What follows belongs to an exercise in optimizing a design on an open flow for small area, a short achievable clock period and few clock cycles per item; a production flow would make more cautious choices. Only simulation tests tie the RTL to the original design; equivalence was not proved. No activity file was given, so power comes from the tool's default toggle rates.

`design/flow/flow/run.sh`:
```
#!/bin/bash
# The standard layout, with a larger setup margin for ORFS's timing repair so it keeps
# shortening the critical paths past the point the design's clock period needs.
set -euo pipefail
bash standard.sh SETUP_SLACK_MARGIN=6.0 finish > standard.log 2>&1
```
`design/flow/standard.sh`:
```
#!/bin/bash
# synth_recipe.tcl (not shown) runs the flow's synth.tcl, then flattens the netlist and writes it again
# the make line also repeats each setting of config.mk as NAME=value (left out here)
make -C /OpenROAD-flow-scripts/flow DESIGN_CONFIG=/design/flow/config.mk WORK_HOME=/design/flow/orfs CLKGATE_MAP_FILE= SYNTH_SCRIPT=/design/flow/synth_recipe.tcl "${@:-finish}"
```
`design/flow/config.mk`:
```
export PLATFORM = sky130hd
export DESIGN_NAME = lseq_core
export DESIGN_NICKNAME = lseq_core
export VERILOG_FILES = /design/flow/design.v
export SDC_FILE = /design/flow/constraint.sdc
export NUM_CORES = 4
export LEC_CHECK = 0
export CAP_MARGIN = 20
export CORE_MARGIN = 2
export CORE_UTILIZATION = 50
export SLEW_MARGIN = 20
```
`design/flow/constraint.sdc`:
```
create_clock -name core_clock -period 10.0 [get_ports {clk}]
set_input_delay 2.0000 -clock core_clock [delete_from_list [all_inputs] [get_ports {clk}]]
set_output_delay 2.0000 -clock core_clock [all_outputs]
set_load 0.01 [all_outputs]
```
`design/flow/design.v`:
```
module lseq_add32 (
    input  wire [31:0] a,
    input  wire [31:0] b,
    input  wire        ci,
    output wire [31:0] s,
    output wire        co
);
    reg [31:0] g, p, gn, pn;
    integer i, d;
    always @(*) begin
        g = a & b;
        p = a | b;
        for (d = 1; d < 32; d = d * 2) begin
            for (i = 0; i < 32; i = i + 1) begin
                if (i >= d) begin
                    gn[i] = g[i] | (p[i] & g[i-d]);
                    pn[i] = p[i] & p[i-d];
                end else begin
                    gn[i] = g[i];
                    pn[i] = p[i];
                end
            end
            g = gn;
            p = pn;
        end
        g = g | (p & {32{ci}});
    end
    assign s  = (a ^ b) ^ {g[30:0], ci};
    assign co = g[31];
endmodule
module lseq_uge32 (
    input  wire [31:0] a,
    input  wire [31:0] b,
    output wire        ge
);
    reg [31:0] g, p, gn, pn;
    integer i, d;
    always @(*) begin
        g = a & ~b;
        p = a | ~b;
        for (d = 1; d < 32; d = d * 2) begin
            for (i = 0; i < 32; i = i + 1) begin
                if (i >= d) begin
                    gn[i] = g[i] | (p[i] & g[i-d]);
                    pn[i] = p[i] & p[i-d];
                end else begin
                    gn[i] = g[i];
                    pn[i] = p[i];
                end
            end
            g = gn;
            p = pn;
        end
    end
    assign ge = g[31] | p[31];
endmodule
module lseq_core (
    input  wire         clk,
    input  wire         rst,
    input  wire         start,
    output wire         ready,
    output reg          done,
    output wire [9:0]   img_addr,
    input  wire [31:0]  img_data,
    input  wire [63:0]  in_bits,
    input  wire [255:0] w_in,
    input  wire [31:0]  ltime,
    output wire [63:0]  q_bits,
    output wire [127:0] w_out,
    output wire [31:0]  exec_cost
);
    localparam [7:0] OP_LD   = 8'h01, OP_LDN  = 8'h02, OP_AND  = 8'h03,
                     OP_ANDN = 8'h04, OP_OR   = 8'h05, OP_ORN  = 8'h06,
                     OP_XOR  = 8'h07, OP_ST   = 8'h08, OP_STN  = 8'h09,
                     OP_SET  = 8'h0A, OP_RST  = 8'h0B,
                     OP_ANDP = 8'h10, OP_ORP  = 8'h11, OP_POP  = 8'h12,
                     OP_TON  = 8'h20, OP_TOF  = 8'h21, OP_TP   = 8'h22,
                     OP_CU   = 8'h28, OP_CD   = 8'h29, OP_CR   = 8'h2A,
                     OP_RISE = 8'h30, OP_FALL = 8'h31,
                     OP_LW   = 8'h38, OP_SW   = 8'h39, OP_SUBW = 8'h3A,
                     OP_ABSW = 8'h3B,
                     OP_CEQ  = 8'h40, OP_CNE  = 8'h41, OP_CLT  = 8'h42,
                     OP_CGT  = 8'h43, OP_CLE  = 8'h44, OP_CGE  = 8'h45,
                     OP_JMP  = 8'h50, OP_JMPC = 8'h51, OP_END  = 8'hFF;
    localparam [3:0] AR_I = 4'h0, AR_Q = 4'h1, AR_F = 4'h2, AR_T = 4'h3,
                     AR_C = 4'h4, AR_E = 4'h5, AR_W = 4'h6, AR_K = 4'h7,
                     AR_S = 4'h8;
    reg         busy;         
    reg         tcyc;         
    reg         jcp;          
    reg [8:0]   seqa;         
    reg [8:0]   tgt;          
    reg [9:0]   taddr;        
    reg         xv;           
    reg [7:0]   opc;          
    reg [3:0]   area;
    reg [7:0]   addr;
    reg [2:0]   tn;           
    reg [2:0]   cn;           
    reg [3:0]   en;
    reg [2:0]   xclk;         
    reg [31:0]  wop;          
    reg [31:0]  sel;          
    reg [31:0]  ltr;          
    reg         acc;
    reg [31:0]  wacc;
    reg [3:0]   sp;
    reg [1:0]   stk [0:15];   
    reg [12:0]  cost;
    reg         firstcold;
    reg [63:0]  q_img;
    reg [255:0] f_img;
    reg [31:0]  wo [0:3];
    reg [31:0]  t_start [0:7];
    reg [7:0]   t_q, t_prev, t_timing, t_seen;
    reg [31:0]  c_cv [0:7];
    reg [7:0]   c_uprev, c_useen, c_dprev, c_dseen;
    reg [7:0]   q_v, q_c;     
    reg         ctb;          
    reg [15:0]  e_prev, e_seen;
    function [31:0] pand(input [31:0] a);
        reg [31:0] x, xn;
        integer k, d;
        begin
            x = {a[30:0], 1'b1};
            for (d = 1; d < 32; d = d * 2) begin
                for (k = 0; k < 32; k = k + 1)
                    xn[k] = (k >= d) ? (x[k] & x[k-d]) : x[k];
                x = xn;
            end
            pand = x;
        end
    endfunction
    assign ready     = !busy;
    assign q_bits    = q_img;
    assign w_out     = {wo[3], wo[2], wo[1], wo[0]};
    assign exec_cost = {19'd0, cost};
    wire [7:0]  f_opc  = img_data[31:24];
    wire [3:0]  f_area = img_data[23:20];
    wire [19:0] f_addr = img_data[19:0];
    wire        f_end  = (f_opc == OP_END);
    wire        f_jmp  = (f_opc == OP_JMP);
    wire        f_jmpc = (f_opc == OP_JMPC);
    wire        f_tim  = (f_opc == OP_TON || f_opc == OP_TOF || f_opc == OP_TP);
    wire        f_tbl  = f_tim || f_opc == OP_CU ||
                         ((f_opc == OP_LW || f_opc == OP_SUBW ||
                           (f_opc >= OP_CEQ && f_opc <= OP_CGE)) && f_area == AR_K) ||
                         (f_opc >= OP_LD && f_opc <= OP_XOR && f_area == AR_C && !f_qhit);
    wire        x_cnt  = busy && xv && !tcyc &&
                         (opc == OP_CU || opc == OP_CD || opc == OP_CR);
    wire        f_qhit = q_v[f_addr[2:0]] && !(x_cnt && cn == f_addr[2:0]);
    wire [8:0]  cur    = (jcp && acc) ? tgt : seqa;    
    wire [31:0] cur_m  = pand({23'd0, cur});
    wire [8:0]  cur_p1 = cur ^ cur_m[8:0];
    wire        fetch  = busy ? !tcyc : start;
    wire        xexec  = busy && xv && !tcyc;
    wire        tread  = busy && tcyc;
    wire        x_tim  = (opc == OP_TON || opc == OP_TOF || opc == OP_TP);
    reg [9:0] f_taddr;
    always @(*) begin
        if (f_tim)
            f_taddr = {7'b1100000, f_addr[2:0]};      
        else if (f_area == AR_C)
            f_taddr = {7'b1100001, f_addr[2:0]};      
        else
            f_taddr = {2'b10, f_addr[7:0]};           
    end
    assign img_addr = tread ? taddr : {1'b0, cur};
    wire        x_sw   = xexec && (opc == OP_SW);
    wire [31:0] f_wo   = (x_sw && addr[1:0] == f_addr[1:0]) ? wacc : wo[f_addr[1:0]];
    wire [31:0] f_wop  = f_addr[15] ? f_wo : w_in[f_addr[2:0]*32 +: 32];
    wire [31:0] t_el;
    wire        t_el_c;
    lseq_add32 u_tel (.a(ltr), .b(~t_start[tn]), .ci(1'b1), .s(t_el), .co(t_el_c));
    wire [31:0] cvm   = c_cv[cn];
    wire        sel_uge;
    lseq_uge32 u_cmp (.a(sel), .b(wop), .ge(sel_uge));
    wire        c_ge  = (sel[31] == wop[31]) ? sel_uge : !sel[31];
    reg sbit;
    always @(*) begin
        case (addr[3:0])
            4'h0:    sbit = 1'b1;
            4'h2:    sbit = firstcold;
            default: sbit = 1'b0;
        endcase
    end
    reg bop;
    always @(*) begin
        case (area)
            AR_I:    bop = in_bits[addr[5:0]];
            AR_Q:    bop = q_img[addr[5:0]];
            AR_F:    bop = f_img[addr[7:0]];
            AR_T:    bop = t_q[tn];
            AR_C:    bop = ctb ? c_ge : q_c[cn];
            AR_S:    bop = sbit;
            default: bop = 1'b0;
        endcase
    end
    wire [31:0] sub_s;
    wire        sub_c;
    lseq_add32 u_sub (.a(wacc), .b(~wop), .ci(1'b1), .s(sub_s), .co(sub_c));
    wire        sub_ov   = (wacc[31] != wop[31]) && (sub_s[31] != wacc[31]);
    wire [31:0] sub_sat  = sub_ov ? (wacc[31] ? 32'h8000_0000 : 32'h7FFF_FFFF) : sub_s;
    wire [31:0] neg_m  = pand(~wacc);
    wire [31:0] abs_sat  = (wacc == 32'h8000_0000) ? 32'h7FFF_FFFF :
                           (wacc[31] ? (~wacc ^ neg_m) : wacc);
    wire        w_eq = (wacc == wop);
    wire        w_lt = sub_s[31] ^ sub_ov;
    wire        t_done = sel_uge;
    wire        t_pz   = (wop == 32'd0);
    reg         tn_q, tn_timing, tn_load;
    reg         t_pe;
    always @(*) begin
        tn_q = 1'b0;
        tn_timing = t_timing[tn];
        tn_load = 1'b0;
        if (opc == OP_TON)
            t_pe = t_seen[tn] ? t_prev[tn] : 1'b0;
        else
            t_pe = t_seen[tn] ? t_prev[tn] : acc;
        case (opc)
            OP_TON: begin
                if (acc && !t_pe) begin
                    tn_load = 1'b1;
                    tn_q = t_pz;
                end else if (acc) begin
                    tn_q = t_done;
                end
            end
            OP_TOF: begin
                if (acc) begin
                    tn_q = 1'b1;
                    tn_timing = 1'b0;
                end else if (t_pe) begin
                    tn_load = 1'b1;
                    tn_timing = 1'b1;
                    tn_q = !t_pz;
                end else if (t_timing[tn]) begin
                    tn_q = !t_done;
                    if (t_done) tn_timing = 1'b0;
                end
            end
            default: begin  
                if (t_timing[tn]) begin
                    tn_q = !t_done;
                    if (t_done) tn_timing = 1'b0;
                end else if (acc && !t_pe) begin
                    tn_load = 1'b1;
                    tn_timing = 1'b1;
                    tn_q = !t_pz;
                end
            end
        endcase
    end
    wire        cu_pe  = c_useen[cn] ? c_uprev[cn] : acc;
    wire        cd_pe  = c_dseen[cn] ? c_dprev[cn] : acc;
    wire        cu_up  = acc && !cu_pe;
    wire        cd_dn  = acc && !cd_pe;
    wire [31:0] inc_m  = pand(sel);
    wire [31:0] dec_m  = pand(~cvm);
    wire [31:0] cv_p1  = sel ^ inc_m;
    wire [31:0] cv_inc = (sel == 32'h7FFF_FFFF) ? sel : cv_p1;
    wire [31:0] cv_dec = (cvm == 32'h8000_0000) ? cvm : (cvm ^ dec_m);
    wire        cu_q   = c_ge || (cu_up && cv_p1 == wop);
    wire        cv_le0 = cvm[31] || (cvm == 32'd0);
    wire        cd_q   = cv_le0 || (cd_dn && cvm == 32'd1);
    wire e_pe = e_seen[en] ? e_prev[en] : acc;
    reg [2:0] clocks;
    always @(*) begin
        case (f_opc)
            OP_TON, OP_TOF, OP_TP:  clocks = 3'd6;
            OP_CU, OP_CD, OP_CR:    clocks = 3'd5;
            OP_RISE, OP_FALL,
            OP_LW, OP_SW:           clocks = 3'd3;
            OP_ABSW:                clocks = 3'd1;
            default:                clocks = 3'd2;
        endcase
    end
    wire [12:0] cost_s = cost + {10'd0, xclk};
    always @(posedge clk) begin
        if (rst) begin
            busy <= 1'b0;
            done <= 1'b0;
            seqa <= 9'd0;
            jcp  <= 1'b0;
        end else begin
            done <= fetch && f_end;
            if (fetch) begin
                if (f_end) busy <= 1'b0;
                else       busy <= 1'b1;
                jcp  <= f_jmpc;
                seqa <= f_end ? 9'd0 : f_jmp ? f_addr[8:0] : cur_p1;
            end
        end
    end
    always @(posedge clk) begin
        if (fetch) begin
            opc  <= f_opc;
            area <= f_area;
            addr <= f_addr[7:0];
            xv   <= !f_end;
            tcyc <= f_tbl;
            ctb  <= f_tbl;
            xclk <= clocks;
            if (f_opc[6]) tgt <= f_addr[8:0];
            taddr <= f_taddr;
            if (f_opc[5] || f_area == AR_T) tn <= f_addr[2:0];
            if (f_opc[5] || f_area == AR_C) cn <= f_addr[2:0];
            if (f_opc[5]) en <= f_addr[3:0];
            wop  <= f_wop;
        end else if (tread) begin
            tcyc <= 1'b0;
            wop  <= img_data;
            sel  <= x_tim ? t_el : c_cv[cn];
        end
        if (!busy && start)
            ltr <= ltime;
    end
    always @(posedge clk) begin
        if (rst) begin
            firstcold <= 1'b1;
        end else if (fetch && f_end) begin
            firstcold <= 1'b0;
        end
    end
    integer i;
    always @(posedge clk) begin
        if (rst) begin
            q_img     <= 64'd0;
            f_img     <= 256'd0;
            for (i = 0; i < 4; i = i + 1) wo[i] <= 32'd0;
            t_q       <= 8'd0;
            t_prev    <= 8'd0;
            t_timing  <= 8'd0;
            t_seen    <= 8'd0;
            for (i = 0; i < 8; i = i + 1) c_cv[i] <= 32'd0;
            c_uprev   <= 8'd0;
            c_useen   <= 8'd0;
            c_dprev   <= 8'd0;
            c_dseen   <= 8'd0;
            q_v       <= 8'd0;
            e_prev    <= 16'd0;
            e_seen    <= 16'd0;
        end else if (!busy) begin
            if (start) begin
                acc   <= 1'b0;
                wacc  <= 32'd0;
                sp    <= 4'd0;
                cost  <= 13'd2404;
            end
        end else if (xexec) begin
            cost <= cost_s[12:0];
            case (opc)
                OP_LD, OP_LDN, OP_AND, OP_ANDN, OP_OR, OP_ORN, OP_XOR: begin
                    if (area == AR_C && ctb) begin
                        q_c[cn] <= c_ge;
                        q_v[cn] <= 1'b1;
                    end
                    case (opc)
                        OP_LD:   acc <= bop;
                        OP_LDN:  acc <= !bop;
                        OP_AND:  acc <= acc & bop;
                        OP_ANDN: acc <= acc & !bop;
                        OP_OR:   acc <= acc | bop;
                        OP_ORN:  acc <= acc | !bop;
                        default: acc <= acc ^ bop;
                    endcase
                end
                OP_ST, OP_STN, OP_SET, OP_RST: begin
                    if (opc == OP_ST || opc == OP_STN || acc) begin
                        if (area == AR_Q)
                            q_img[addr[5:0]] <= (opc == OP_ST) ? acc :
                                                (opc == OP_STN) ? !acc :
                                                (opc == OP_SET);
                        else
                            f_img[addr[7:0]] <= (opc == OP_ST) ? acc :
                                                (opc == OP_STN) ? !acc :
                                                (opc == OP_SET);
                    end
                end
                OP_ANDP, OP_ORP: begin
                    stk[sp] <= {acc, (opc == OP_ORP)};
                    sp  <= sp + 4'd1;
                    acc <= (opc == OP_ANDP);
                end
                OP_POP: begin
                    sp  <= sp - 4'd1;
                    acc <= stk[sp - 4'd1][0] ? (stk[sp - 4'd1][1] | acc)
                                             : (stk[sp - 4'd1][1] & acc);
                end
                OP_TON, OP_TOF, OP_TP: begin
                    t_q[tn]      <= tn_q;
                    t_timing[tn] <= tn_timing;
                    t_prev[tn]   <= acc;
                    t_seen[tn]   <= 1'b1;
                    if (tn_load) t_start[tn] <= ltr;
                    acc <= tn_q;
                end
                OP_CU: begin
                    if (cu_up) c_cv[cn] <= cv_inc;
                    c_uprev[cn] <= acc;
                    c_useen[cn] <= 1'b1;
                    q_c[cn] <= cu_q;
                    q_v[cn] <= 1'b1;
                    acc <= cu_q;
                end
                OP_CD: begin
                    if (cd_dn) begin
                        c_cv[cn] <= cv_dec;
                        q_v[cn]  <= 1'b0;
                    end
                    c_dprev[cn] <= acc;
                    c_dseen[cn] <= 1'b1;
                    acc <= cd_q;
                end
                OP_CR: begin
                    if (acc) begin
                        c_cv[cn] <= 32'd0;
                        q_v[cn]  <= 1'b0;
                    end
                end
                OP_RISE, OP_FALL: begin
                    e_prev[en] <= acc;
                    e_seen[en] <= 1'b1;
                    acc <= (opc == OP_RISE) ? (acc & !e_pe) : (!acc & e_pe);
                end
                OP_LW:   wacc <= wop;
                OP_SW:   wo[addr[1:0]] <= wacc;
                OP_SUBW: wacc <= sub_sat;
                OP_ABSW: wacc <= abs_sat;
                OP_CEQ:  acc <= w_eq;
                OP_CNE:  acc <= !w_eq;
                OP_CLT:  acc <= w_lt;
                OP_CGT:  acc <= !w_lt && !w_eq;
                OP_CLE:  acc <= w_lt || w_eq;
                OP_CGE:  acc <= !w_lt;
                default: ;
            endcase
        end
    end
endmodule
```
==> impl_metrics.json, run 1 <==
{
  "synth_fa_ha_area_share_pct": 2.99,
  "grt_pass1_vias": 53800,
  "clockBufferDepth": 3,
  "multi_input_area_sq_um": 32700,
  "ant_nets": 0,
  "hold_path_depth": 2,
  "dr.pass1.iters": 6,
  "die_w_microns": 375,
  "io_buffers": 603,
  "tightestPinTransition_ns": 1.34,
  "cts_tree": "built",
  "ctsRootBufferMaster": "clkbuf_16",
  "layout_min_cycle_time_ns": 4.38,
  "postCtsHoldBufs": 0,
  "num_rows": 136,
  "overflow": 0,
  "dieArea_sq_um": 141000,
  "via_count": 57900,
  "insertion_delay_ns": 0.80,
  "drive_above_1_share_pct": 17.8,
  "grt_max_degree": 202,
  "grt_usage_pct": 37.8,
  "relSlewSlack_pct": 10.4,
  "ys.flop_type": "edfxtp_1",
  "drt-wirelength-per-cell_microns": 30.6,
  "async_flop_share_pct": 0,
  "seq_area_sq_um": 35200,
  "synth_xor_area_share_pct": 2.54,
  "crit_path_end_kind": "register",
  "drt-total-wl_microns": 276000,
  "crit_fanout": 7,
  "ys_warn_count": 3,
  "fin_skew_ns": 0.0426,
  "globalplace.congestion": 0.968,
  "synth_area_leader_cell": "edfxtp_1",
  "fin_hold_ws_ns": 0.450,
  "required_ns": 10.52,
  "maxCapViolCount": 0,
  "critPathLaunchType": "register",
  "yosys.cell_types.count": 106,
  "avgSynthCellArea_sq_um": 10.8,
  "irDropWorstVdd_mv": 0.185,
  "powerDensity_nw_per_um2": 164,
  "hold_class": "reg -> reg",
  "initial_core_util_pct": 50.2,
  "setup_violations": 0,
  "synth_top_family_by_area": "multiplexers",
  "cts_max_level": 4,
  "tritoncts.num_buffers": 146,
  "drv_slew": 0,
  "yosysTopAreaCellShare_pct": 38.3,
  "hold_viol_final": 0,
  "rsz0062_at_grt": "true",
  "core_sq_um": 137000,
  "synthSimpleGateAreaFrac_pct": 13.5,
  "synthMuxAreaShare_pct": 14.3,
  "synth-seq-area-share_pct": 51.1,
  "fmax_ghz": 0.228,
  "outcome": "complete, no violations",
  "leakagePower_uw": 0.0298,
  "rr_worst_depth": 19,
  "cp_data_arrival_time_ns": 4.90,
  "drc": 0,
  "synth_edf_count": 877,
  "min_period_over_period_pct": 43.8,
  "grt_pass1_wl_microns": 387000,
  "n_fill_cell": 11100,
  "synthCells": 6395,
  "fp.dieH_microns": 375,
  "drt_iter0_markers": 7690,
  "cts.clk_slew.worst_paths_ns": 0.06,
  "via_per_inst": 6.42,
  "ioPinCount": 623,
  "synth-seq-cells": 1320,
  "synth_area_leaders": "edfxtp_1 38%, dfxtp_1 13%, mux4_2 10%",
  "dp.final_hpwl_microns": 189000,
  "synth_compound_area_share_pct": 11.5,
  "fin_setup_tns_ns": 0,
  "antenna_found_initial": 57,
  "syn_area_sq_um": 68800,
  "clkSinkCount": 1320,
  "synthToLayoutAreaGrowth_pct": 23.9,
  "nets": 7621,
  "critPathKind": "reg -> reg"
}
[kinds of logic after synthesis]
logic type,after synthesis
and+or+nand+nor,2098
AOI/OAI and AO/OA,1352
other,1
adders and majority gates,165
DFF,1320
buffers and inverters,677
muxes,582
xor gates and xnor gates,200
[flip-flops by register name, indices dropped and copies added, names as in the netlist, 13 cells and up, named ones only]
| signal | count |
|---|---|
| c_cv | 256 |
| ltr | 32 |
| stk | 32 |
| sel | 32 |
| wo | 128 |
| t_start | 256 |
| cost | 13 |
| e_seen | 16 |
| f_img | 256 |
| e_prev | 16 |
| q_img | 64 |
| wacc | 32 |
| wop | 32 |
[cells in the mapped netlist (all sizes together) (152+ instances only)]
master  number
a21oi      591
clkbuf     289
dfxtp      443
edfxtp     877
ha         156
inv        266
mux2i      220
mux4       314
nand2      632
nand3      152
nor2       878
o21ai      410
[cell usage in the layout, fill, tap and decap left out, types with 27 or more instances in the layout]
cell type,instances
a21oi_1,561
a21oi_2,27
a22oi_1,67
a31oi_1,39
and3_1,27
buf_4,236
buf_6,31
clkbuf_1,29
clkbuf_16,156
clkdlybuf4s50_1,575
dfxtp_1,431
edfxtp_1,877
ha_1,132
inv_1,248
mux2_2,48
mux2i_1,184
mux4_2,314
nand2_1,608
nand2b_1,33
nand3_1,146
nand4_1,36
nor2_1,839
nor2b_1,30
nor3_1,111
nor4_1,33
o21ai_0,374
xnor2_1,125
xor2_1,68
[where the power goes]
group	internal, uW	switching, uW	total, uW
Sequential	5940	169	6110
Clock	3170	2330	5510
Combinational	1010	1370	2380
[repair_timing]
item | CTS | global route
gates resized for setup | 260 | 204
gates cloned | 15 | 6
buffers inserted | 110 | 85
setup endpoints to repair | 1205 | 724
pin swaps | 98 | 69
[metal layers]
layer,track usage (%),vias up,wire (microns),share of wire (%)
li1,-,24800,-,-
met2,56.5,3663,122000,44
met4,14.9,52,12100,4.4
met5,0,-,342,0.12
met1,52.3,28600,109000,40
met3,10.6,773,32200,12
[cell type report]
type                       instances  area share, %
timing repair inverter             1        0.00587
multi-input combinational       4425           38.4
sequential                      1320           41.3
clock inverter                    79          0.981
antenna                           24         0.0704
clock buffer                     193           4.75
inverter                         269           1.22
tap                             1794           2.63
timing repair buffer             913           10.7
[metrics by stage]
step	utilization, %	area [sq um]	setup WS, ns	total power (uW)	std cells
6_report	62.2	85300	5.62	14000	9018
5_1_grt	62.2	85300	5.54	14400	9004
4_1_cts	61.0	83600	5.50	13800	8901
3_5_place_dp	55.8	76500	4.38	8160	8504
3_3_place_gp	55.8	76500	4.45	8150	8503
2_1_floorplan	-	69100	5.85	7360	6413
[worst paths after layout]
check	slack [ns]	start	endpoint
setup reg to reg	5.62	wop[3]	wacc[29]
hold reg to reg	0.45	t_seen[6]	t_seen[6]
setup / recovery	5.62	wop[3]	wacc[29]
hold / removal	0.45	t_seen[6]	t_seen[6]
[critical path: stages (launching register included)]
cell,delay [ns]
edfxtp_1,0.47
inv_2,0.10
ha_1,0.24
a21oi_2,0.12
o211ai_1,0.16
a41oi_4,0.31
nor4b_4,0.09
o21ai_2,0.14
nand4_1,0.18
and3_4,0.24
o41a_1,0.40
a21oi_1,0.16
o21ba_2,0.15
fa_2,0.48
nand3_4,0.20
buf_6,0.13
o21ai_4,0.06
buf_12,0.17
nor4_4,0.20
a211oi_2,0.08
Testbench counts, summed over its fixed seeds: cycles 141,045, items 1,920.
==> inputs of run 2 (changes only) <==
--- a/design/flow/design.v
+++ b/design/flow/design.v
@@ -87,6 +87,7 @@
                      AR_S = 4'h8;
     reg         busy;         
     reg         tcyc;         
+    reg         tnd1, tnd0;   
     reg         jcp;          
     reg [8:0]   seqa;         
     reg [8:0]   tgt;          
@@ -146,15 +147,38 @@
                          ((f_opc == OP_LW || f_opc == OP_SUBW ||
                            (f_opc >= OP_CEQ && f_opc <= OP_CGE)) && f_area == AR_K) ||
                          (f_opc >= OP_LD && f_opc <= OP_XOR && f_area == AR_C && !f_qhit);
-    wire        x_cnt  = busy && xv && !tcyc &&
+    wire        teff   = tcyc && (acc ? tnd1 : tnd0);
+    wire        x_cnt  = busy && xv && !teff &&
                          (opc == OP_CU || opc == OP_CD || opc == OP_CR);
     wire        f_qhit = q_v[f_addr[2:0]] && !(x_cnt && cn == f_addr[2:0]);
+    wire [2:0]  f_tn   = f_addr[2:0];
+    reg         f_tnd1, f_tnd0;
+    always @(*) begin
+        case (f_opc)
+            OP_TON: begin
+                f_tnd1 = 1'b1;
+                f_tnd0 = 1'b0;
+            end
+            OP_TOF: begin
+                f_tnd1 = 1'b0;
+                f_tnd0 = t_timing[f_tn] || (t_seen[f_tn] && t_prev[f_tn]);
+            end
+            OP_TP: begin
+                f_tnd1 = t_timing[f_tn] || (t_seen[f_tn] && !t_prev[f_tn]);
+                f_tnd0 = t_timing[f_tn];
+            end
+            default: begin
+                f_tnd1 = 1'b1;
+                f_tnd0 = 1'b1;
+            end
+        endcase
+    end
     wire [8:0]  cur    = (jcp && acc) ? tgt : seqa;    
     wire [31:0] cur_m  = pand({23'd0, cur});
     wire [8:0]  cur_p1 = cur ^ cur_m[8:0];
-    wire        fetch  = busy ? !tcyc : start;
-    wire        xexec  = busy && xv && !tcyc;
-    wire        tread  = busy && tcyc;
+    wire        fetch  = busy ? !teff : start;
+    wire        xexec  = busy && xv && !teff;
+    wire        tread  = busy && teff;
     wire        x_tim  = (opc == OP_TON || opc == OP_TOF || opc == OP_TP);
     reg [9:0] f_taddr;
     always @(*) begin
@@ -300,6 +324,8 @@
             addr <= f_addr[7:0];
             xv   <= !f_end;
             tcyc <= f_tbl;
+            tnd1 <= f_tnd1;
+            tnd0 <= f_tnd0;
             ctb  <= f_tbl;
             xclk <= clocks;
             if (f_opc[6]) tgt <= f_addr[8:0];
==> impl_metrics.json, run 2 <==
{
  "irDropWorstVdd_mv": 0.192,
  "reg2reg_from": "wop[6]",
  "grt_usage_pct": 39.2,
  "ctsRootBufferMaster": "clkbuf_16",
  "drt_iter0_markers": 7852,
  "synthCells": 6514,
  "fin_skew_ns": 0.0377,
  "fin_area_sq_um": 86500,
  "leakagePower_uw": 0.0306,
  "ioPinCount": 623,
  "cp_data_arrival_time_ns": 5.10,
  "maxCapViolCount": 0,
  "final_cell_mix": "879 x edfxtp_1, 753 x nor2_1, 697 x nand2_1",
  "reg_top3": "c_cv x256, f_img x256, t_start x256",
  "fp.dieH_microns": 375,
  "grt_pass1_vias": 55400,
  "drc": 0,
  "num_rows": 136,
  "synthToLayoutAreaGrowth_pct": 25.9,
  "tightestPinTransition_ns": 1.31,
  "ys_warn_count": 3,
  "antenna_found_initial": 41,
  "critPathKind": "reg -> reg",
  "dp.final_hpwl_microns": 193000,
  "synth-seq-area-share_pct": 51.3,
  "layout_min_cycle_time_ns": 4.59,
  "crit_path_frequent_cell": "a21oi_2",
  "yosys.cell_types.count": 98,
  "via_count": 59000,
  "ant_nets": 0,
  "drive_above_1_share_pct": 18.1,
  "fin_setup_tns_ns": 0,
  "avgSynthCellArea_sq_um": 10.5,
  "grt_max_degree": 186,
  "globalplace.congestion": 1.00,
  "relSlewSlack_pct": 11.7,
  "tritoncts.num_buffers": 147,
  "fmax_ghz": 0.218,
  "async_flop_share_pct": 0,
  "critPathSlowestCell": "fa_2",
  "overflow": 0,
  "min_from": "t_q[1]",
  "ys.flop_type": "edfxtp_1",
  "min_period_over_period_pct": 45.9,
  "yosysTopAreaCellShare_pct": 38.4,
  "synth-seq-cells": 1322,
  "drt-total-wl_microns": 283000,
  "hold_path_depth": 2,
  "cts.clk_slew.worst_paths_ns": 0.06,
  "postCtsHoldBufs": 0,
  "utilization_pct": 63.1,
  "layout_commonest_cell": "edfxtp_1",
  "synth_area_leader_cell": "edfxtp_1",
  "r2r_slack_ns": 5.41,
  "clkSinkCount": 1322,
  "dp.cells": 8592,
  "nets": 7759,
  "via_per_inst": 6.46,
  "crit_fanout": 4,
  "setup_violations": 0,
  "hold_viol_final": 0,
  "outcome": "complete, no violations",
  "design_power_total_uw": 14200,
  "powerDensity_nw_per_um2": 164,
  "required_ns": 10.51,
  "syn_area_sq_um": 68700,
  "synth_edf_count": 879,
  "cts_tree": "built",
  "dr.pass1.iters": 7,
  "die_w_microns": 375,
  "hold_end": "t_q[1]",
  "drv_slew": 0,
  "worstSetupStartpoint": "wop[6]",
  "cts_max_level": 4,
  "crit_buf_inv": 6,
  "rr_worst_depth": 24,
  "yosysMostFrequentCell": "edfxtp_1",
  "r2r_end": "wacc[2]",
  "crit_path_end_kind": "register",
  "drt-wirelength-per-cell_microns": 31.0,
  "critPathTopFamily": "compound AO/OA/AOI/OAI gates",
  "slowest_delay_ns": 0.50,
  "dieArea_sq_um": 140000,
  "crit_chain": "buf_4 > buf_4 > inv_1 > ha_1 > inv_1 > o221ai_4 > o21ai_2 > a21oi_2 > o21ai_2 > a31oi_4 > o21ai_4 > a31oi_4 > a21oi_2 > o21bai_1 > a21oi_2 > fa_2 > nand2_4 > nor2_4 > buf_6 > buf_6 > a21oi_4 > nand2_2 > a221oi_2 > nor2_1",
  "clockBufferDepth": 3,
  "hold_class": "reg -> reg",
  "place_area_sq_um": 76500,
  "critPathLaunchType": "register",
  "io_buffers": 603,
  "instances_no_fill": 9131,
  "grt_pass1_wl_microns": 400000,
  "initial_core_util_pct": 50.2,
  "synth_area_leaders": "edfxtp_1 38%, dfxtp_1 13%, mux4_2 10%",
  "rsz0062_at_grt": "true",
  "synthTopCellsByCount": "879 x edfxtp_1, 813 x nor2_1, 722 x nand2_1",
  "core_sq_um": 137000,
  "insertion_delay_ns": 0.80
}
==> run 2: changes by cell type in the layout (fill, tap and decap cells not counted), sizes merged, moves of 27 or more <==
cell and change:
nor3 -45, o21ai +68, nor2b +27, nand2 +89
nand3 +28, nor2 -55, mux2i -28, buf +45
a22oi -27, a21oi +58
==> run 2: power breakdown <==
| part | internal, uW | switching, uW |
|---|---|---|
| registers | 5960 | 169 |
| logic | 1130 | 1580 |
| clock network | 3030 | 2340 |
==> run 2: worst max path at each step <==
stage                    end  slack, ns  cells past startpoint
6_report             wacc[2]       5.41                     24
5_1_grt              wacc[2]       5.28                     22
4_1_cts          img_addr[6]       5.44                      7
2_1_floorplan  t_start[7][0]       5.64                      4
3_5_place_dp      c_cv[3][9]       4.13                      8
3_3_place_gp      c_cv[3][9]       4.17                      8
==> run 2: logic make-up after synthesis <==
| family | synth area share [%] |
|---|---|
| xor+xnor | 2.63 |
| fa+ha+maj | 2.99 |
| flops | 51.3 |
| buf+inv | 4.01 |
| other cells | 0.00546 |
| mux | 13.4 |
| simple gates | 13.8 |
| compound gates | 11.8 |
==> run 2: final cells by class <==
cell class                 count  area (sq um)
multi-input combinational   4530         33300
fill                       10900         50500
clock buffer                 194          4010
clock inverter                71           722
inverter                     259           991
timing repair buffer         954          9920
sequential                  1322         35300
tap                         1794          2240
antenna                        7          17.5
==> run 2: per-layer routing <==
metal | global-route usage, % | part of all wire, %
met1 | 54.7 | 39
met2 | 57.3 | 44
met3 | 11.9 | 12
met4 | 15.3 | 4.5
met5 | 0 | 0.13
==> run 2: what timing repair did <==
| action | 4_1_cts | 5_1_grt |
|---|---|---|
| endpoints found under the setup margin | 1107 | 886 |
| gates cloned | 26 | 2 |
| buffers inserted | 171 | 67 |
| pin swaps | 91 | 90 |
| gates resized for setup | 388 | 224 |
==> run 2: worst reg2reg max path: stages (launching register included) <==
cell	delay (ns)
edfxtp_1	0.43
buf_4	0.14
buf_4	0.19
inv_1	0.17
ha_1	0.24
inv_1	0.12
o221ai_4	0.12
o21ai_2	0.14
a21oi_2	0.10
o21ai_2	0.18
a31oi_4	0.13
o21ai_4	0.22
a31oi_4	0.13
a21oi_2	0.18
o21bai_1	0.10
a21oi_2	0.17
fa_2	0.50
nand2_4	0.11
nor2_4	0.07
buf_6	0.16
buf_6	0.10
a21oi_4	0.21
nand2_2	0.09
a221oi_2	0.25
nor2_1	0.07
==> run 2: per-stage QoR <==
step | setup slack, ns | hold WS [ns]
6_report | 5.41 | 0.452
5_1_grt | 5.28 | 0.467
4_1_cts | 5.44 | 0.453
3_5_place_dp | 4.13 | 0.446
3_3_place_gp | 4.17 | 0.432
2_1_floorplan | 5.64 | 0.423
Testbench counts of run 2, summed over its fixed seeds: cycles 137,669, items 1,920.
==> inputs of run 3 (changes only) <==
--- a/design/flow/config.mk
+++ b/design/flow/config.mk
@@ -8,4 +8,6 @@
 export CAP_MARGIN = 20
 export CORE_MARGIN = 2
 export CORE_UTILIZATION = 50
+export CTS_CLUSTER_DIAMETER = 60
+export CTS_CLUSTER_SIZE = 20
 export SLEW_MARGIN = 20
==> impl_metrics.json, run 3 <==
{
  "drc": 0,
  "insertion_delay_ns": 0.77,
  "cts_tree": "built",
  "yosys.cell_types.count": 98,
  "avgSynthCellArea_sq_um": 10.5,
  "ys.flop_type": "edfxtp_1",
  "drt-total-wl_microns": 281000,
  "clockBufferDepth": 3,
  "setup_violations": 0,
  "ys_warn_count": 3,
  "synth-seq-cells": 1322,
  "min_period_over_period_pct": 46.2,
  "maxCapViolCount": 0,
  "yosysTopAreaCellShare_pct": 38.4,
  "grt_pass1_vias": 54900,
  "via_count": 58600,
  "crit_path_end_kind": "register",
  "synthCells": 6514,
  "dp_slack_ns": 4.13,
  "drv_slew": 0,
  "layout_commonest_cell": "edfxtp_1",
  "globalplace.congestion": 1.00,
  "hold_class": "reg -> reg",
  "powerDensity_nw_per_um2": 161,
  "critPathLaunchType": "register",
  "hold_viol_final": 0,
  "fin_skew_ns": 0.0435,
  "initial_core_util_pct": 50.2,
  "crit_chain": "buf_4 > inv_1 > ha_1 > a21oi_1 > o221ai_4 > o21ai_2 > a21oi_2 > o21ai_2 > a31oi_4 > o21ai_4 > a31oi_4 > a21oi_2 > o21bai_1 > a21oi_2 > fa_2 > nor3b_1 > o21ai_1 > o21ai_1 > a21oi_2 > o21ai_2 > a31oi_4 > nand2_2 > o21ai_1 > o21ai_1",
  "dieArea_sq_um": 140000,
  "crit_buf_inv": 2,
  "overflow": 0,
  "synthMuxAreaShare_pct": 13.4,
  "critPathTopFamily": "compound AO/OA/AOI/OAI gates",
  "synthTopCellsByCount": "879 x edfxtp_1, 813 x nor2_1, 722 x nand2_1",
  "io_buffers": 603,
  "synth_xor_area_share_pct": 2.63,
  "layout_min_cycle_time_ns": 4.62,
  "reg_top3": "c_cv x256, f_img x256, t_start x256",
  "rsz0062_at_grt": "true",
  "slowest_delay_ns": 0.36,
  "irDropWorstVdd_mv": 0.173,
  "fp.dieH_microns": 375,
  "synth_area_leaders": "edfxtp_1 38%, dfxtp_1 13%, mux4_2 10%",
  "core_sq_um": 137000,
  "nets": 7708,
  "fin_setup_tns_ns": 0,
  "via_per_inst": 6.47,
  "synth_area_leader_cell": "edfxtp_1",
  "cts_max_level": 3,
  "cts.clk_slew.worst_paths_ns": 0.08,
  "grt_usage_pct": 38.9,
  "synth_fa_ha_area_share_pct": 2.99,
  "antenna_found_initial": 36,
  "tritoncts.num_buffers": 114,
  "timing.final.ws_setup_ns": 5.38,
  "cp_data_arrival_time_ns": 5.10,
  "grt_pass1_wl_microns": 398000,
  "leakagePower_uw": 0.0302,
  "drive_above_1_share_pct": 17.4,
  "clkSinkCount": 1322,
  "die_w_microns": 375,
  "required_ns": 10.48,
  "async_flop_share_pct": 0,
  "tightestPinTransition_ns": 1.17,
  "drt_iter0_markers": 7850,
  "synth-seq-area-share_pct": 51.3,
  "fmax_ghz": 0.217,
  "synthToLayoutAreaGrowth_pct": 24.5,
  "synth_top_family_by_area": "simple AND/OR/NAND/NOR gates",
  "critPathSlowestCell": "edfxtp_1",
  "yosysMostFrequentCell": "edfxtp_1",
  "dr.pass1.iters": 6,
  "num_rows": 136,
  "crit_fanout": 5,
  "ioPinCount": 623,
  "outcome": "complete, no violations",
  "synth_compound_area_share_pct": 11.8,
  "ctsRootBufferMaster": "clkbuf_16",
  "ant_nets": 0,
  "synthSimpleGateAreaFrac_pct": 13.8,
  "dp.final_hpwl_microns": 193000,
  "drt-wirelength-per-cell_microns": 31.0,
  "n_fill_cell": 11000,
  "grt_max_degree": 185,
  "synth_edf_count": 879,
  "utilization_pct": 62.5,
  "relSlewSlack_pct": 20.6,
  "postCtsHoldBufs": 0,
  "critPathKind": "reg -> reg",
  "syn_area_sq_um": 68700,
  "final_cell_mix": "879 x edfxtp_1, 751 x nor2_1, 701 x nand2_1"
}
[run 3: per-layer routing]
layer	vias up	GRT usage (%)	wire [microns]
met1	29200	54.6	112000
met2	3657	57.4	122000
met4	44	14.2	13000
li1	25000	-	-
met5	-	0	284
met3	759	11.2	34100
[run 3: final cells by class]
class	instances	area [sq um]	area share (%)
diodes	12	30.0	0.0351
inverters	259	993	1.16
clock buffers	126	2960	3.46
repair buffers	938	9770	11.4
clock inverters	88	1230	1.43
multi-input cells	4528	33100	38.6
flip-flops and latches	1322	35300	41.2
well taps	1794	2240	2.62
[run 3: stage by stage]
stage | cells | cell area (sq um) | hold WS, ns | power (uW)
3_5_place_dp | 8592 | 76500 | 0.446 | 8330
2_1_floorplan | 6532 | 69100 | 0.423 | 7420
4_1_cts | 8988 | 83900 | 0.456 | 13500
5_1_grt | 9056 | 85500 | 0.470 | 14100
3_3_place_gp | 8592 | 76500 | 0.432 | 8310
6_report | 9067 | 85600 | 0.460 | 13800
[run 3: cell families after synthesis]
group | count (synthesis)
buffers and inverters | 695
and+or+nand+nor | 2156
AOI/OAI and AO/OA | 1439
DFF | 1322
muxes | 531
other | 1
adders and majority gates | 164
xor gates and xnor gates | 206
[run 3: path summary, 6_finish.rpt]
check	depth (start not counted)	to	from	slack (ns)
setup reg to reg	24	acc	wop[4]	5.38
setup / recovery	24	acc	wop[4]	5.38
hold / removal	2	t_q[1]	t_q[1]	0.46
hold reg to reg	2	t_q[1]	t_q[1]	0.46
[run 3: worst min-delay path: cells and delay by family, from the launching register on]
kind                   cells  cell delay, ns
AO/OA/AOI/OAI              1            0.05
buffers and inverters      1            0.05
flip-flops                 1            0.32
[run 3: power by group]
part,switching (uW),internal [uW]
clock network,2370,2620
registers,171,5950
logic,1540,1100
[run 3: repair_timing]
action | CTS | global route
cloned | 23 | 4
endpoints found under the setup margin | 1118 | 944
buffers inserted | 159 | 62
resized for setup | 343 | 204
pin swaps | 67 | 58
==> inputs of run 4 (changes only) <==
==> design/flow/flow/run.sh (replaced) <==
#!/bin/bash
# The standard layout, with a larger setup margin for ORFS's timing repair so it keeps
# shortening the critical paths past the point the design's clock period needs.
set -euo pipefail
bash standard.sh SETUP_SLACK_MARGIN=6.5 finish > standard.log 2>&1
--- a/design/flow/config.mk
+++ b/design/flow/config.mk
@@ -8,6 +8,4 @@
 export CAP_MARGIN = 20
 export CORE_MARGIN = 2
 export CORE_UTILIZATION = 50
-export CTS_CLUSTER_DIAMETER = 60
-export CTS_CLUSTER_SIZE = 20
 export SLEW_MARGIN = 20
==> impl_metrics.json, run 4 <==
{
  "outcome": "complete, no violations",
  "insertion_delay_ns": 0.79,
  "leakagePower_uw": 0.0326,
  "synthToLayoutAreaGrowth_pct": 31.5,
  "switching_power_uw": 4110,
  "synth_top_family_by_area": "simple AND/OR/NAND/NOR gates",
  "pwr-share-clk_pct": 36.6,
  "yosys.cell_types.count": 98,
  "crit_chain": "buf_12 > mux2_4 > nand3_4 > buf_8 > nor2_4 > a21oi_4 > buf_6",
  "dp.cells": 8589,
  "final_cell_mix": "879 x edfxtp_1, 679 x nand2_1, 596 x a21oi_1",
  "synth_area_leaders": "edfxtp_1 38%, dfxtp_1 13%, mux4_2 10%",
  "clkSinkCount": 1322,
  "wl_met1_microns": 112000,
  "maxCapViolCount": 0,
  "globalplace.congestion": 1.01,
  "crit_fanout": 8,
  "fmax_ghz": 0.218,
  "fin_skew_ns": 0.0318,
  "drt-wirelength-per-cell_microns": 31.2,
  "yosysTopAreaCellShare_pct": 38.4,
  "p_comb_share_pct": 20.5,
  "core_sq_um": 137000,
  "via_count": 60600,
  "critPathSlowestCell": "edfxtp_1",
  "ant_nets": 0,
  "synth_compound_area_share_pct": 11.8,
  "drv_slew": 0,
  "instances_no_fill": 9329,
  "reg_top3": "c_cv x256, f_img x256, t_start x256",
  "yosysMostFrequentCell": "edfxtp_1",
  "cts.clk_slew.worst_paths_ns": 0.06,
  "irDropWorstVdd_mv": 0.172,
  "required_ns": 8.00,
  "ioPinCount": 623,
  "ys_warn_count": 3,
  "synth_xor_area_share_pct": 2.63,
  "clockBufferDepth": 3,
  "drive_above_1_share_pct": 25.2,
  "antenna_found_initial": 36,
  "layout_min_cycle_time_ns": 4.59,
  "slowest_delay_ns": 0.50,
  "hold_viol_final": 0,
  "synthTopCellsByCount": "879 x edfxtp_1, 813 x nor2_1, 722 x nand2_1",
  "num_rows": 136,
  "intPower_uw": 10200,
  "synth_area_leader_cell": "edfxtp_1",
  "crit_path_end_kind": "primary output",
  "tightestPinTransition_ns": 1.19,
  "synthCells": 6514,
  "dr.pass1.iters": 7,
  "synthMuxAreaShare_pct": 13.4,
  "critPathLaunchType": "register",
  "io_buffers": 603,
  "p_seq_share_pct": 42.9,
  "ys.flop_type": "edfxtp_1",
  "grt_max_degree": 155,
  "synth_edf_count": 879,
  "wl_met3_microns": 37000,
  "drc": 0,
  "syn_area_sq_um": 68700,
  "fin_area_sq_um": 90300,
  "layout_commonest_cell": "edfxtp_1",
  "wl_met2_microns": 126000,
  "fin_setup_tns_ns": 0,
  "postCtsHoldBufs": 0,
  "drt-total-wl_microns": 291000,
  "die_w_microns": 375,
  "grt_usage_pct": 39.1,
  "cts_max_level": 4,
  "synthSimpleGateAreaFrac_pct": 13.8,
  "setup_violations": 0,
  "grt_pass1_vias": 56100,
  "routed.top_layer": "met5",
  "rsz0062_at_grt": "true",
  "dp.final_hpwl_microns": 184000,
  "nets": 7961,
  "grt_pass1_wl_microns": 400000,
  "synth-seq-area-share_pct": 51.3,
  "overflow": 0,
  "crit_buf_inv": 3,
  "hold_class": "reg -> reg",
  "relSlewSlack_pct": 20.9,
  "dieArea_sq_um": 140000,
  "synth_fa_ha_area_share_pct": 2.99,
  "powerDensity_nw_per_um2": 158,
  "min_period_over_period_pct": 45.9,
  "tritoncts.num_buffers": 145,
  "avgSynthCellArea_sq_um": 10.5,
  "design_power_total_uw": 14300,
  "critPathKind": "reg -> out",
  "async_flop_share_pct": 0,
  "synth-seq-cells": 1322,
  "cp_data_arrival_time_ns": 2.59,
  "critPathTopFamily": "buffers and inverters",
  "initial_core_util_pct": 50.2,
  "ctsRootBufferMaster": "clkbuf_16",
  "cts_tree": "built",
  "place_area_sq_um": 77000,
  "swShare_pct": 28.8,
  "drt_iter0_markers": 8414,
  "via_per_inst": 6.50,
  "fp.dieH_microns": 375
}
## run 4: cell types whose count changed in the layout (fill, tap and decap cells not counted), sizes merged, moves of 35 or more
cell | previous run | this run
buf | 336 | 583
clkbuf | 134 | 221
clkdlybuf4s15 | 0 | 109
clkdlybuf4s50 | 584 | 372
dlygate4sd2 | 1 | 52
inv | 290 | 255
## run 4: final timing paths
check        cells after the start           to     from  slack, ns
max                              7  img_addr[6]      acc       5.41
min                              2       t_q[1]   t_q[1]       0.45
min reg2reg                      2       t_q[1]   t_q[1]       0.45
max reg2reg                     12          acc  addr[3]       5.50
## run 4: cells by family after synthesis
| logic type | after synthesis |
|---|---|
| adder cells (fa/ha/maj) | 164 |
| flip-flops | 1322 |
| AND/OR/NAND/NOR | 2156 |
| multiplexers | 531 |
| other | 1 |
| AO/OA/AOI/OAI | 1439 |
| buffers and inverters | 695 |
| XOR/XNOR | 206 |
## run 4: layer usage
metal | track usage [%] | vias up
met5 | 0 | -
met4 | 17.7 | 34
met3 | 10.8 | 961
met2 | 57.8 | 4206
met1 | 53.8 | 29900
li1 | - | 25500
## run 4: cell type report
cell class | count | area, sq um
clock buffer | 198 | 3990
inverter | 259 | 1020
multi-input combinational | 4538 | 35200
fill | 10400 | 46600
antenna | 13 | 32.5
tap | 1794 | 2240
clock inverter | 55 | 519
sequential | 1322 | 35300
timing repair buffer | 1150 | 12000
## run 4: through the flow
step / hold slack (ns) / util [%] / setup WS, ns
after floorplan: 0.423 / - / 5.90
after global placement: 0.441 / 56.2 / 4.37
after detailed placement: 0.443 / 56.2 / 4.33
after CTS: 0.453 / 63.2 / 5.38
after global routing: 0.476 / 65.9 / 5.35
final: 0.452 / 66.0 / 5.41
## run 4: what timing repair did
action	in CTS	in global routing
gates resized for setup	1013	552
setup endpoints to repair	1747	1245
cloned	34	15
buffers inserted	261	162
pin swaps	151	339
## run 4: worst register-to-register path: stages (launching register included)
cell	delay (ns)
edfxtp_1	0.33
buf_4	0.46
nor2b_2	0.97
a22oi_1	0.38
nand2_1	0.23
a21oi_1	0.08
o21ai_0	0.18
o21ai_0	0.14
nor4_1	0.86
nor3_4	0.13
xnor2_1	0.18
o21ai_0	0.21
o21ai_1	0.10
## run 4: power groups by stage
stage / logic, uW / clock network, uW / registers [uW]
4_1_cts: 2540 / 5250 / 6110
3_5_place_dp: 2030 / 0 / 6280
2_1_floorplan: 1310 / 0 / 6160
3_3_place_gp: 2030 / 0 / 6270
5_1_grt: 3020 / 5460 / 6120
6_report: 2920 / 5230 / 6120
==> inputs of run 5 (changes only) <==
==> design/flow/run.sh (new file) <==
#!/bin/bash
# synth_recipe.tcl (not shown) runs the flow's synth.tcl, then flattens the netlist and writes it again
# the make line also repeats each setting of config.mk as NAME=value (left out here)
make -C /OpenROAD-flow-scripts/flow DESIGN_CONFIG=/design/flow/config.mk WORK_HOME=/design/flow/orfs CLKGATE_MAP_FILE= SYNTH_SCRIPT=/design/flow/synth_recipe.tcl finish
--- a/design/flow/config.mk
+++ b/design/flow/config.mk
@@ -8,4 +8,5 @@
 export CAP_MARGIN = 20
 export CORE_MARGIN = 2
 export CORE_UTILIZATION = 50
+export SETUP_SLACK_MARGIN = 5
 export SLEW_MARGIN = 20
removed: design/flow/flow/run.sh
removed: design/flow/standard.sh
==> impl_metrics.json, run 5 <==
{
  "num_rows": 136,
  "crit_fanout": 12,
  "reg_top3": "c_cv x256, f_img x256, t_start x256",
  "drt_iter0_markers": 7844,
  "rsz0062_at_grt": "true",
  "drc": 0,
  "drt-wirelength-per-cell_microns": 29.6,
  "fin_skew_ns": 0.0453,
  "dp_slack_ns": 3.98,
  "dp.final_hpwl_microns": 184000,
  "crit_chain": "mux2_2 > nand3_4 > nor2_1 > a21oi_2 > clkdlybuf4s50_1",
  "antenna_found_initial": 27,
  "yosys.cell_types.count": 98,
  "synth_area_leaders": "edfxtp_1 38%, dfxtp_1 13%, mux4_2 10%",
  "worstSetupStartpoint": "acc",
  "outcome": "complete, no violations",
  "layout_commonest_cell": "edfxtp_1",
  "dr.pass1.iters": 6,
  "ys.flop_type": "edfxtp_1",
  "final_cell_mix": "879 x edfxtp_1, 794 x nor2_1, 713 x nand2_1",
  "layout_min_cycle_time_ns": 5.01,
  "reg2reg_from": "addr[0]",
  "ioPinCount": 623,
  "cp_data_arrival_time_ns": 3.01,
  "via_per_inst": 6.38,
  "fmax_ghz": 0.200,
  "required_ns": 8.00,
  "io_buffers": 603,
  "min_period_over_period_pct": 50.1,
  "synthToLayoutAreaGrowth_pct": 19.0,
  "async_flop_share_pct": 0,
  "r2r_slack_ns": 5.08,
  "critPathSlowestCell": "clkdlybuf4s50_1",
  "postCtsHoldBufs": 0,
  "crit_end": "img_addr[7]",
  "r2r_end": "acc",
  "critPathKind": "reg -> out",
  "tightestPinTransition_ns": 1.24,
  "grt_pass1_wl_microns": 377000,
  "ant_nets": 0,
  "drive_above_1_share_pct": 11.5,
  "multi_input_area_sq_um": 31300,
  "leakagePower_uw": 0.0287,
  "cts_max_level": 4,
  "powerDensity_nw_per_um2": 166,
  "ys_warn_count": 3,
  "globalplace.congestion": 0.997,
  "synth-seq-area-share_pct": 51.3,
  "place_area_sq_um": 76400,
  "yosysTopAreaCellShare_pct": 38.4,
  "grt_usage_pct": 36.6,
  "fin_setup_tns_ns": 0,
  "synth-seq-cells": 1322,
  "maxCapViolCount": 0,
  "hold_viol_final": 0,
  "fin_area_sq_um": 81800,
  "overflow": 0,
  "clkSinkCount": 1322,
  "clockBufferDepth": 3,
  "irDropWorstVdd_mv": 0.151,
  "relSlewSlack_pct": 16.6,
  "cts.clk_slew.worst_paths_ns": 0.06,
  "drt-total-wl_microns": 263000,
  "initial_core_util_pct": 50.2,
  "tritoncts.num_buffers": 145,
  "hold_class": "reg -> reg",
  "crit_path_end_kind": "primary output",
  "fp.dieH_microns": 375,
  "synth_edf_count": 879,
  "ctsRootBufferMaster": "clkbuf_16",
  "grt_pass1_vias": 53100,
  "n_fill_cell": 11400,
  "dieArea_sq_um": 140000,
  "grt_max_degree": 242,
  "insertion_delay_ns": 0.81,
  "yosysMostFrequentCell": "edfxtp_1",
  "drv_slew": 0,
  "via_count": 56800,
  "syn_area_sq_um": 68700,
  "rr_worst_depth": 14,
  "die_w_microns": 375,
  "avgSynthCellArea_sq_um": 10.5,
  "critPathLaunchType": "register",
  "setup_violations": 0,
  "seq_area_sq_um": 35300,
  "nets": 7533,
  "cts_tree": "built",
  "synthCells": 6514,
  "synth_area_leader_cell": "edfxtp_1",
  "synthTopCellsByCount": "879 x edfxtp_1, 813 x nor2_1, 722 x nand2_1",
  "slowest_delay_ns": 0.68,
  "core_sq_um": 137000,
  "timing.final.ws_setup_ns": 4.99
}
## run 5: worst min-delay path by stage
stage / from / end / slack, ns / cells after the start
6_report: t_q[1] / t_q[1] / 0.45 / 2
5_1_grt: c_uprev[4] / c_uprev[4] / 0.47 / 2
4_1_cts: t_q[1] / t_q[1] / 0.45 / 2
3_5_place_dp: t_q[1] / t_q[1] / 0.45 / 2
3_3_place_gp: c_dprev[2] / c_dprev[2] / 0.44 / 2
2_1_floorplan: t_q[1] / t_q[1] / 0.42 / 2
## run 5: critical path, delay by kind of cell, from the launching register on
kind,cells,cell delay [ns]
DFF,1,0.46
muxes,1,0.45
AOI/OAI and AO/OA,1,0.33
and+or+nand+nor,2,0.31
buffers and inverters,1,0.68
## run 5: repair_timing
action                     4_1_cts  5_1_grt
setup endpoints to repair      285      191
gates resized for setup         50       31
buffers inserted                 6       20
cloned                           1        1
pin swaps                        4        8
## run 5: kinds of logic after synthesis
group / after synthesis / synth area share (%)
and+or+nand+nor: 2156 / 13.8
AOI/OAI and AO/OA: 1439 / 11.8
DFF: 1322 / 51.3
buffers and inverters: 695 / 4.01
muxes: 531 / 13.4
xor gates and xnor gates: 206 / 2.63
adders and majority gates: 164 / 2.99
other: 1 / 0.00546
## run 5: final cells by class
type	count	share of cell area, %
diodes	8	0.0245
clock buffers	194	4.76
clock inverters	68	0.953
inverters	259	1.19
multi-input cells	4516	38.3
flip-flops and latches	1322	43.2
well taps	1794	2.75
repair buffers	744	8.86
## run 5: through the flow
| step | power, uW | util [%] | hold slack [ns] | std cells |
|---|---|---|---|---|
| after floorplan | 7390 | - | 0.423 | 6532 |
| after global placement | 8260 | 55.8 | 0.442 | 8607 |
| after detailed placement | 8270 | 55.8 | 0.446 | 8607 |
| after CTS | 13600 | 59.4 | 0.455 | 8876 |
| after global routing | 14000 | 59.7 | 0.469 | 8897 |
| final | 13600 | 59.7 | 0.454 | 8905 |
## run 5: report_power, final
part	switching [uW]	leakage [uW]	internal (uW)
Sequential	197	0.0121	5960
Combinational	1270	0.0143	827
Clock	2330	0.00225	2980
## run 5: layer usage
| layer | wire length, microns | track usage (%) |
|---|---|---|
| met4 | 10200 | 12.5 |
| met3 | 28400 | 8.80 |
| met2 | 117000 | 55.5 |
| met5 | 218 | 0 |
| met1 | 107000 | 51.6 |

re-timing with driven ports:
The flow's constraints put no driver on any port. The routed layouts listed below were extracted and timed again, unchanged, in two steps. Step 1 (the two cells are an assumption about what drives the block):
set clk [get_ports {clk}]
set_driving_cell -lib_cell sky130_fd_sc_hd__clkbuf_16 $clk
set_driving_cell -lib_cell sky130_fd_sc_hd__buf_2 [delete_from_list [all_inputs] $clk]
Step 2 also shifts input and output timing later by t, the mid clock arrival at the registers, as if the neighbouring blocks saw the same clock. Slacks: ideal ports / drivers / drivers and shift; pairs: ideal ports / drivers.
run | shift t [ns] | slack for setup (ns) | worst setup path after step 2 | worst data-port slew with drivers (ns)
run 1 | 0.858 | 5.621 / 5.621 / 5.009 | input to register | 0.33
run 2 | 0.867 | 5.410 / 5.374 / 4.845 | input to register | 0.41
run 3 | 0.836 | 5.382 / 5.382 / 4.698 | input to register | 0.41
run 4 | 0.851 | 5.405 / 5.330 / 4.867 | input to register | 0.37
run 5 | 0.867 | 4.989 / 4.907 / 4.549 | input to register | 0.34
After both steps setup and hold are still met in every run listed. For run 3, which loses most, drivers alone change the setup slack by 0.000 ns; drivers and shift together by -0.684 ns.
